Background: an optimization exercise with open tools, aiming at small area, a short achievable clock period and few clock cycles per item. Do not read the settings as production practice.
Function was checked by simulation only, so behaviour that the tests miss may differ from the original.
Power is estimated from default activity; no workload was simulated.

==> flow/design.v (excerpt) <==
module alf_line_coder (
    input  wire        clk,
    input  wire        rst,           
    input  wire [7:0]  fmt,           
    input  wire        in_valid,
    output wire        in_ready,
    input  wire [15:0] in_sample,
    input  wire        in_last,       
    output reg         out_valid,
    input  wire        out_ready,
    output reg  [31:0] out_data,
    output reg         out_last,      
    output wire [23:0] out_nbits      
);
Size: about 5100 cells after synthesis, roughly 1100 flip-flops, roughly 0.044 mm^2 of cells after synthesis.
Settings: LEC_CHECK=0, ABC_AREA=1, CAP_MARGIN=20, CORE_MARGIN=2, CORE_UTILIZATION=55, CTS_BUF_LIST=sky130_fd_sc_hd__clkbuf_16, CTS_CLUSTER_DIAMETER=60, CTS_CLUSTER_SIZE=30, GPL_TIMING_DRIVEN=0, PLACE_DENSITY=0.75, SLEW_MARGIN=20; clock period 50.0 ns.
run.sh (not shown) runs the stock make flow with config.mk's settings and CLKGATE_MAP_FILE= SYNTH_SCRIPT=/design/flow/synth_recipe.tcl, a recipe that flattens the netlist after the stock synthesis.
The first run produced a clean layout.
Testbench counts at the start, summed over its fixed seeds: cycles 108,120, samples 107,845.
Edit:
- GPL_TIMING_DRIVEN: 0 -> unset
Outcome:
- non-clock buffer count fell by 122
- wire length decreases by 9.7%
- design area goes down by 1.7%
- maximum frequency is higher by 5.1%
- flip-flop and latch count is unchanged
- sequential power barely changes
- count of clock-buffer cells in the layout goes down by 11


yarrow:
Another version of the RTL of alf_line_coder (not shown whole).
For scale: roughly 5200 cells after synthesis, ~1100 flip-flops, roughly 88 I/O pins, about 45000 sq um of cells after synthesis.
==> flow/design.v (excerpt) <==
module alf_line_coder (
    input  wire        clk,
    input  wire        rst,           
    input  wire [7:0]  fmt,           
    input  wire        in_valid,
    output wire        in_ready,
    input  wire [15:0] in_sample,
    input  wire        in_last,       
    output reg         out_valid,
    input  wire        out_ready,
    output reg  [31:0] out_data,
    output reg         out_last,      
    output wire [23:0] out_nbits      
);
clock: 50.0 ns
lec_check: 0
abc_area: 1
cap_margin: 20
core_margin: 2
core_utilization: 55
cts_buf_list: sky130_fd_sc_hd__clkbuf_16
cts_cluster_diameter: 60
cts_cluster_size: 30
place_density: 0.75
slew_margin: 20
Testbench counts of yarrow, summed over its fixed seeds: cycles 108,120, samples 107,845.
Input changes introduced in harbor (baseline for comparison: yarrow):
- SLEW_MARGIN now 5, was 20
- CAP_MARGIN now 5, was 20
[summary]
As far as final design instance area without fill is concerned, yarrow and harbor perform about the same.
There was hardly any difference in final-layout fill cell count between harbor and yarrow.
Relative to yarrow, the worst-case headroom to the max-slew limit of harbor is lower by 4.2 points.
Delay of the slowest cell on the worst path of harbor is on par with yarrow.
There was hardly any difference in part of the power in the clock network between yarrow and harbor.
~same worst hold slack across all endpoints in yarrow and harbor
On power after layout, harbor tracks yarrow almost exactly.
Sequential share of layout area of yarrow is on par with harbor.
Clock skew essentially unchanged between harbor and yarrow.
Buffer count excluding the clock tree in the final layout in harbor is 0.81% lower than in yarrow
Status: fraction of power consumed by combinational cells parity (harbor, yarrow)


== run A ==
alf_line_coder, a different RTL version from the one above (not shown whole).
For scale: about 1,100 flip-flops.
==> flow/design.v (excerpt) <==
module alf_line_coder (
    input  wire        clk,
    input  wire        rst,           
    input  wire [7:0]  fmt,           
    input  wire        in_valid,
    output wire        in_ready,
    input  wire [15:0] in_sample,
    input  wire        in_last,       
    output reg         out_valid,
    input  wire        out_ready,
    output reg  [31:0] out_data,
    output reg         out_last,      
    output wire [23:0] out_nbits      
);
Settings: LEC_CHECK=0, ABC_AREA=1, CAP_MARGIN=20, CORE_MARGIN=2, CORE_UTILIZATION=55, CTS_BUF_LIST=sky130_fd_sc_hd__clkbuf_16, CTS_CLUSTER_DIAMETER=60, CTS_CLUSTER_SIZE=30, PLACE_DENSITY=0.75, SLEW_MARGIN=20; clock period 50.0 ns.
Run A did not stop at any stage, and its layout met the timing, DRC and antenna checks.
Testbench counts of run A, summed over its fixed seeds: cycles 108,120, samples 107,845.
Setup changes, run A to run B
- changing CTS_CLUSTER_DIAMETER from 60 to 50
- changing CTS_CLUSTER_SIZE from 30 to 20
- changing CTS_BUF_LIST from sky130_fd_sc_hd__clkbuf_16 to sky130_fd_sc_hd__clkbuf_8
[summary]
- The final worst-path cycle share of run B exceeds that of run A by 0.21 points.
- The lower global-route track usage on met2 of run A and run B is in run A.
- Diff run A -> run B: detailed-routing iteration count for the pre-antenna-repair pass fell by 1, via-per-instance ratio fell by 0.031, switching fraction of total power rose by 0.69 points, clock latency of the later-clocked register in the worst-skew pair rose by 0.10 ns.


Another version of the RTL of alf_line_coder (not shown whole).
Size: ~5800 cells after synthesis, ~1100 flip-flops, roughly 88 I/O pins.
==> flow/config.mk <==
export PLATFORM = sky130hd
export DESIGN_NAME = alf_line_coder
export DESIGN_NICKNAME = alf_line_coder
export VERILOG_FILES = /design/flow/design.v
export SDC_FILE = /design/flow/constraint.sdc
export NUM_CORES = 4
export LEC_CHECK = 0
export ABC_AREA = 1
export CAP_MARGIN = 20
export CORE_MARGIN = 2
export CORE_UTILIZATION = 55
export CTS_BUF_LIST = sky130_fd_sc_hd__clkbuf_8
export CTS_CLUSTER_DIAMETER = 50
export CTS_CLUSTER_SIZE = 20
export PLACE_DENSITY = 0.75
export SLEW_MARGIN = 20
==> flow/constraint.sdc <==
create_clock -name core_clock -period 50.0 [get_ports {clk}]
set_input_delay 10.0000 -clock core_clock [delete_from_list [all_inputs] [get_ports {clk}]]
set_output_delay 10.0000 -clock core_clock [all_outputs]
set_load 0.01 [all_outputs]
Testbench counts at the start, summed over its fixed seeds: cycles 108,120, samples 107,845.
Rerun with:
- CTS_BUF_LIST: sky130_fd_sc_hd__clkbuf_8 -> sky130_fd_sc_hd__clkbuf_16
- CTS_CLUSTER_DIAMETER: 50 -> 60
- CTS_CLUSTER_SIZE: 20 -> 30
Count of clock-buffer cells in the layout falls by 25.
Core utilization rises by 0.44 points.
Global-route usage hardly moves.
Rerun with:
- CTS_BUF_LIST: sky130_fd_sc_hd__clkbuf_16 -> default
- CTS_CLUSTER_DIAMETER: 60 -> default
- CTS_CLUSTER_SIZE: 30 -> default
What happened: Clock-buffer cell count grows by 77. Cell count rose slightly. Hold slack is worse by 4.5 ps. Total power increases by a few percent. Setup slack gets worse by 34 ps. Via count increases slightly. First-iteration DRC count falls by a few percent. Global-route usage is higher by 0.34 points. Clock skew went up by 25 ps.


Another version of the RTL of alf_line_coder (not shown whole).
For scale: roughly 5,200 cells after synthesis.
==> flow/design.v (excerpt) <==
module alf_line_coder (
    input  wire        clk,
    input  wire        rst,           
    input  wire [7:0]  fmt,           
    input  wire        in_valid,
    output wire        in_ready,
    input  wire [15:0] in_sample,
    input  wire        in_last,       
    output reg         out_valid,
    input  wire        out_ready,
    output reg  [31:0] out_data,
    output reg         out_last,      
    output wire [23:0] out_nbits      
);
    reg  [1:0]  f_bsel;
    reg  [2:0]  f_d;
    always @(*) begin
        case (fmt)
            8'h01:               begin f_bsel = 2'd0; f_d = 3'd1; end
            8'h02, 8'h03, 8'h04: begin f_bsel = 2'd2; f_d = 3'd1; end
            8'h10:               begin f_bsel = 2'd0; f_d = 3'd2; end
            8'h11, 8'h12:        begin f_bsel = 2'd2; f_d = 3'd2; end
            8'h20:               begin f_bsel = 2'd0; f_d = 3'd3; end
            8'h21, 8'h31:        begin f_bsel = 2'd1; f_d = 3'd3; end
            8'h30:               begin f_bsel = 2'd1; f_d = 3'd0; end
            default:             begin f_bsel = 2'd0; f_d = 3'd1; end
        endcase
    end
    reg         line_first;           
    reg         rdy_o;                
    reg         sk_v;
    reg  [15:0] sk_s;
    reg         sk_last, sk_first;
    reg  [1:0]  sk_bsel;
    reg  [2:0]  sk_d;
    reg         x_v;
    reg  [15:0] x_s;
    reg         x_last, x_first;
    reg  [1:0]  x_bsel;
    reg  [2:0]  x_d;
    assign in_ready = rdy_o;
  ...
Settings: LEC_CHECK=0, CAP_MARGIN=20, CORE_MARGIN=2, CORE_UTILIZATION=40, PLACE_DENSITY=0.6, SLEW_MARGIN=20; clock period 50.0 ns.
The baseline completed without violations.
Testbench counts at the start, summed over its fixed seeds: cycles 108,120, samples 107,845.
Change:
- ABC_AREA: not set -> 1
- The changed run completed without violations
- sequential power goes up by about 8%
- worst setup slack got worse by 0.015 ns
- wire length is lower by 22%
- maximum frequency barely changes
- clock power goes down by about 4%
- die area went down by 5.2%
- register-to-register slack got worse by 0.13 ns
- total power went down by 14%
- global-route usage fell by 3.8 points
- design area goes down by 5.4%

afterwards: timing with drivers on the ports:
Ports are ideal in the flow. The routed layouts listed here were re-timed in OpenROAD. Step 1, drivers: a clkbuf_16 drives clk and a buf_2 each remaining input, both assumed. Step 2, shift: input delay + t, output delay - t, t = (earliest + latest rising clock arrival at the registers) / 2. This alone moves slack from input paths to output paths. Three values: ideal, step 1, step 2; two values: the first two.
run	shift t [ns]	slack for setup (ns)	hold slack, ns
the first run of note 1	0.708	37.723 / 37.765 / 37.057	0.306 / 0.306 / 0.306
the second run of note 1	0.732	38.317 / 38.249 / 38.127	0.311 / 0.311 / 0.311
yarrow	0.706	38.321 / 38.256 / 37.856	0.312 / 0.312 / 0.312
harbor	0.708	38.341 / 38.275 / 37.855	0.314 / 0.314 / 0.314
run A	0.703	38.320 / 38.253 / 38.022	0.308 / 0.308 / 0.308
run B	0.784	38.213 / 38.149 / 38.045	0.316 / 0.316 / 0.316
the first run of note 4	0.851	38.292 / 38.228 / 38.062	0.302 / 0.302 / 0.302
the second run of note 4	0.724	38.421 / 38.348 / 38.045	0.279 / 0.279 / 0.279
the third run of note 4	0.754	38.386 / 38.319 / 38.027	0.275 / 0.275 / 0.275
the first run of note 5	0.815	38.352 / 38.278 / 37.709	0.282 / 0.282 / 0.282
the second run of note 5	0.788	38.337 / 38.324 / 38.155	0.319 / 0.319 / 0.319
After both steps setup and hold are still met in every run listed. The setup slack of the first run of note 1, which loses most, moves by +0.042 ns with the drivers and by -0.666 ns with both steps.
